This is an optimization exercise on Yosys and OpenROAD, whose aim is small area, a short achievable clock period and few clock cycles per item, not a production implementation.
At most, simulation tests tie the RTL to the original design; equivalence was not proved.

== rev 12 ==
// sha256_engine
module sha256_engine (
    input  wire         clk,
    input  wire         rst,         
    input  wire         in_valid,
    output wire         in_ready,
    input  wire         in_first,    
    input  wire [511:0] in_block,
    output wire         out_valid,
    input  wire         out_ready,
    output wire [255:0] out_digest
);
Settings: LEC_CHECK=0, CAP_MARGIN=20, CORE_MARGIN=2, CORE_UTILIZATION=40, CTS_BUF_LIST=sky130_fd_sc_hd__clkbuf_8, CTS_CLUSTER_SIZE=30, SETUP_SLACK_MARGIN=5, SLEW_MARGIN=20; clock period 10.0 ns.
standard.sh (not shown) runs the stock make flow with config.mk's settings and CLKGATE_MAP_FILE= SYNTH_SCRIPT=/design/flow/synth_recipe.tcl, a recipe that flattens the netlist after the stock synthesis.
==> flow/flow/run.sh <==
#!/bin/bash
# Standard layout, with the smallest buffer on each port.
set -euo pipefail
bash standard.sh "BUFFER_PORTS_ARGS=-buffer_cell sky130_fd_sc_hd__buf_1" finish > standard_flow.log 2>&1
For rev 13, these inputs were changed with respect to rev 12:
--- a/flow/design.v
+++ b/flow/design.v
@@ -60,39 +60,36 @@
       6'd62: k_n = 32'hc67178f2; default: k_n = 32'h428a2f98;
     endcase
   end
   function [31:0] rotr;
     input [31:0] x;
     input integer n;
     rotr = (x >> n) | (x << (32 - n));
   endfunction
   function [31:0] add_bk;
-    input [31:0] xi, yi;
-    reg   [31:0] x, y, gg, pp, hp;
+    input [31:0] x, y;
+    reg   [31:0] gg, pp, hp;
     integer lv, i;
     begin
-      x  = ~xi;
-      y  = ~yi;
       gg = x & y;
       pp = x ^ y;
       hp = pp;
-      gg[0] = gg[0] | pp[0];
       for (lv = 0; lv < 5; lv = lv + 1)
         for (i = (2 << lv) - 1; i < 32; i = i + (2 << lv)) begin
           gg[i] = gg[i] | (pp[i] & gg[i - (1 << lv)]);
           pp[i] = pp[i] & pp[i - (1 << lv)];
         end
       for (lv = 3; lv >= 0; lv = lv - 1)
         for (i = (3 << lv) - 1; i < 32; i = i + (2 << lv)) begin
           gg[i] = gg[i] | (pp[i] & gg[i - (1 << lv)]);
           pp[i] = pp[i] & pp[i - (1 << lv)];
         end
-      add_bk = ~(hp ^ {gg[30:0], 1'b1});
+      add_bk = hp ^ {gg[30:0], 1'b0};
     end
   endfunction
   function [31:0] maj3;
     input [31:0] x, y, z;
     maj3 = (x & y) | (x & z) | (y & z);
   endfunction
   wire f_fill = ~fin & (t[5:4] == 2'b11);         
   assign in_ready = fin & (~run | fill_ok);
   wire acc    = in_ready & in_valid;
@@ -117,24 +114,24 @@
   wire [31:0] ch     = (e & f) ^ (~e & g);
   wire [31:0] big_s0 = rotr(a, 2) ^ rotr(a, 13) ^ rotr(a, 22);
   wire [31:0] maj    = (a & b) ^ (a & c) ^ (b & c);
   wire [31:0] as0 = p ^ ch ^ maj;
   wire [31:0] ac0 = {maj3(p, ch, maj), 1'b0};
   wire [31:0] as1 = as0 ^ ac0 ^ big_s1;
   wire [31:0] ac1 = {maj3(as0, ac0, big_s1), 1'b0};
   wire [31:0] as2 = as1 ^ ac1 ^ big_s0;
   wire [31:0] ac2 = {maj3(as1, ac1, big_s0), 1'b0};
-  wire [31:0] a_n = ~((~as2) + (~ac2) + 32'd1);
+  wire [31:0] a_n = as2 + ac2;
   wire [31:0] es0 = d ^ p ^ ch;
   wire [31:0] ec0 = {maj3(d, p, ch), 1'b0};
   wire [31:0] es1 = es0 ^ ec0 ^ big_s1;
   wire [31:0] ec1 = {maj3(es0, ec0, big_s1), 1'b0};
-  wire [31:0] e_n = ~((~es1) + (~ec1) + 32'd1);
+  wire [31:0] e_n = es1 + ec1;
   wire [31:0] w0  = w[511:480];
   wire [31:0] w1  = w[479:448];
   wire [31:0] w9  = w[223:192];
   wire [31:0] w14 = w[63:32];
   wire [31:0] sm_s0 = rotr(w1, 7) ^ rotr(w1, 18) ^ (w1 >> 3);
   wire [31:0] sm_s1 = rotr(w14, 17) ^ rotr(w14, 19) ^ (w14 >> 10);
   wire [31:0] ws0 = w0 ^ sm_s0 ^ w9;
   wire [31:0] wc0 = {maj3(w0, sm_s0, w9), 1'b0};
   wire [31:0] ws1 = ws0 ^ wc0 ^ sm_s1;
--- outcome ---
- Rev 13 and rev 12 ended up with roughly the same sequential share of cell area.
- Rev 12 vs rev 13, launch point of the worst path: w[474] vs a[10]
- Rev 13: flow completed, timing, DRC and antenna clean
- Aggregate routed wire length, rev 13 vs rev 12: down by a few percent
- Rev 13 vs. rev 12: worst slack on hold paths rose 0.011 ns, buffer count from post-CTS setup fixing fell 28, register-to-register setup slack rose 0.47 ns.
Testbench counts of rev 13, summed over its fixed seeds: cycles 62,544, items 960.
Only the layout flow was run in rev 12; the RTL was not checked for function there.

---

sha256_engine, a different RTL version from the one above (not shown whole).
Size: ~6000 cells after synthesis, about 1100 flip-flops, roughly 780 I/O pins, ~59000 um^2 of cells after synthesis.
## sha256_engine
module sha256_engine (
    input  wire         clk,
    input  wire         rst,         
    input  wire         in_valid,
    output wire         in_ready,
    input  wire         in_first,    
    input  wire [511:0] in_block,
    output wire         out_valid,
    input  wire         out_ready,
    output wire [255:0] out_digest
);
Settings: LEC_CHECK=0, CAP_MARGIN=20, CORE_MARGIN=2, CORE_UTILIZATION=40, SLEW_MARGIN=20; clock period 10.0 ns.
==> flow/flow/run.sh <==
#!/bin/bash
# Standard layout, with small port buffers and timing repair aimed below the clock period.
set -euo pipefail
bash standard.sh "BUFFER_PORTS_ARGS=-buffer_cell sky130_fd_sc_hd__buf_1" SETUP_SLACK_MARGIN=5 finish > standard_flow.log 2>&1
The first run ran to the end with no violations.
Testbench counts at the start, summed over its fixed seeds: cycles 62,544, items 960.
Rerun with:
--- a/flow/design.v
+++ b/flow/design.v
@@ -62,12 +62,33 @@
   end
   function [31:0] rotr;
     input [31:0] x;
     input integer n;
     rotr = (x >> n) | (x << (32 - n));
   endfunction
+  function [31:0] add_bk;
+    input [31:0] x, y;
+    reg   [31:0] gg, pp, hp;
+    integer lv, i;
+    begin
+      gg = x & y;
+      pp = x ^ y;
+      hp = pp;
+      for (lv = 0; lv < 5; lv = lv + 1)
+        for (i = (2 << lv) - 1; i < 32; i = i + (2 << lv)) begin
+          gg[i] = gg[i] | (pp[i] & gg[i - (1 << lv)]);
+          pp[i] = pp[i] & pp[i - (1 << lv)];
+        end
+      for (lv = 3; lv >= 0; lv = lv - 1)
+        for (i = (3 << lv) - 1; i < 32; i = i + (2 << lv)) begin
+          gg[i] = gg[i] | (pp[i] & gg[i - (1 << lv)]);
+          pp[i] = pp[i] & pp[i - (1 << lv)];
+        end
+      add_bk = hp ^ {gg[30:0], 1'b0};
+    end
+  endfunction
   function [31:0] maj3;
     input [31:0] x, y, z;
     maj3 = (x & y) | (x & z) | (y & z);
   endfunction
   wire f_fill = ~fin & (t[5:4] == 2'b11);         
   assign in_ready = fin & (~run | fill_ok);
@@ -109,22 +130,28 @@
   wire [31:0] w0  = w[511:480];
   wire [31:0] w1  = w[479:448];
   wire [31:0] w9  = w[223:192];
   wire [31:0] w14 = w[63:32];
   wire [31:0] sm_s0 = rotr(w1, 7) ^ rotr(w1, 18) ^ (w1 >> 3);
   wire [31:0] sm_s1 = rotr(w14, 17) ^ rotr(w14, 19) ^ (w14 >> 10);
-  wire [31:0] w_new = w0 + sm_s0 + w9 + sm_s1;
+  wire [31:0] ws0 = w0 ^ sm_s0 ^ w9;
+  wire [31:0] wc0 = {maj3(w0, sm_s0, w9), 1'b0};
+  wire [31:0] ws1 = ws0 ^ wc0 ^ sm_s1;
+  wire [31:0] wc1 = {maj3(ws0, wc0, sm_s1), 1'b0};
+  wire [31:0] w_new = add_bk(ws1, wc1);
   wire [31:0] in_word = in_block[511 - 32*t[3:0] -: 32];
   wire [31:0] ha_sel = l61 ? hreg[159:128] : l62 ? hreg[191:160] : l63 ? hreg[223:192] : hreg[255:224];
   wire [31:0] he_sel = l61 ? hreg[31:0]    : l62 ? hreg[63:32]   : l63 ? hreg[95:64]   : hreg[127:96];
-  wire [31:0] lane_a = ha_sel + (run ? a : 32'h0);
-  wire [31:0] lane_e = he_sel + (run ? e : 32'h0);
+  wire [31:0] lane_a = add_bk(ha_sel, run ? a : 32'h0);
+  wire [31:0] lane_e = add_bk(he_sel, run ? e : 32'h0);
   wire [255:0] init = first_r ? IV :
                       {lane_a, hreg[223:128], lane_e, hreg[95:0]};
   wire [31:0] h_nx = fin ? init[31:0] : g;
-  wire [31:0] p_n  = h_nx + k_n + w0;
+  wire [31:0] ps0  = h_nx ^ k_n ^ w0;
+  wire [31:0] pc0  = {maj3(h_nx, k_n, w0), 1'b0};
+  wire [31:0] p_n  = add_bk(ps0, pc0);
   assign out_valid  = ov;
   assign out_digest = hreg;
   always @(posedge clk) begin
     if (rst) begin
       run    <= 1'b0;
       t      <= 6'd48;
The changed run ran to the end with no violations.
Routed wire length goes down by 6.2%.
Worst hold slack is better by 40 ps.
Clock skew goes down by 39 ps.
Worst setup slack is better by 96 ps.
Via count goes down by 7.9%.
Critical path depth goes down by 2.
Sequential share of layout area goes up by 1.0 points.
Cell count goes down by 7.6%.
Clock-buffer cell count goes up by 4.
The RTL of the second run of this note was laid out without a check of its function.

## separate check: timing with driven ports
In the flow no input, the clock included, has a driving cell. The finished layouts below were timed again as built, in two steps.
Step 1 assumes that a clkbuf_16 drives the clock port and a buf_2 every other input.
Step 2, shift: input delay + t, output delay - t, t = (earliest + latest rising clock arrival at the registers) / 2. This alone moves slack from input paths to output paths.
Three values: ideal, step 1, step 2; two values: the first two.
| run | t, ns | slack for setup (ns) | hold WS [ns] | clock arrival spread, ns | cell pins on the clock port's net |
|---|---|---|---|---|---|
| rev 12 | 0.972 | 4.595 / 4.595 / 4.049 | 0.294 / 0.294 / 0.294 | 0.058 / 0.057 | 1 |
| rev 13 | 0.949 | 5.070 / 5.070 / 4.411 | 0.305 / 0.305 / 0.305 | 0.070 / 0.070 | 1 |
| the first run of note 2 | 0.825 | 4.925 / 4.925 / 4.432 | 0.262 / 0.262 / 0.262 | 0.087 / 0.087 | 1 |
| the second run of note 2 | 0.811 | 5.021 / 5.021 / 4.220 | 0.302 / 0.302 / 0.302 | 0.048 / 0.048 | 1 |
After both steps every run listed still meets setup and hold. The setup slack of the second run of note 2, which loses most, moves by 0.000 ns with the drivers and by -0.801 ns with both steps.
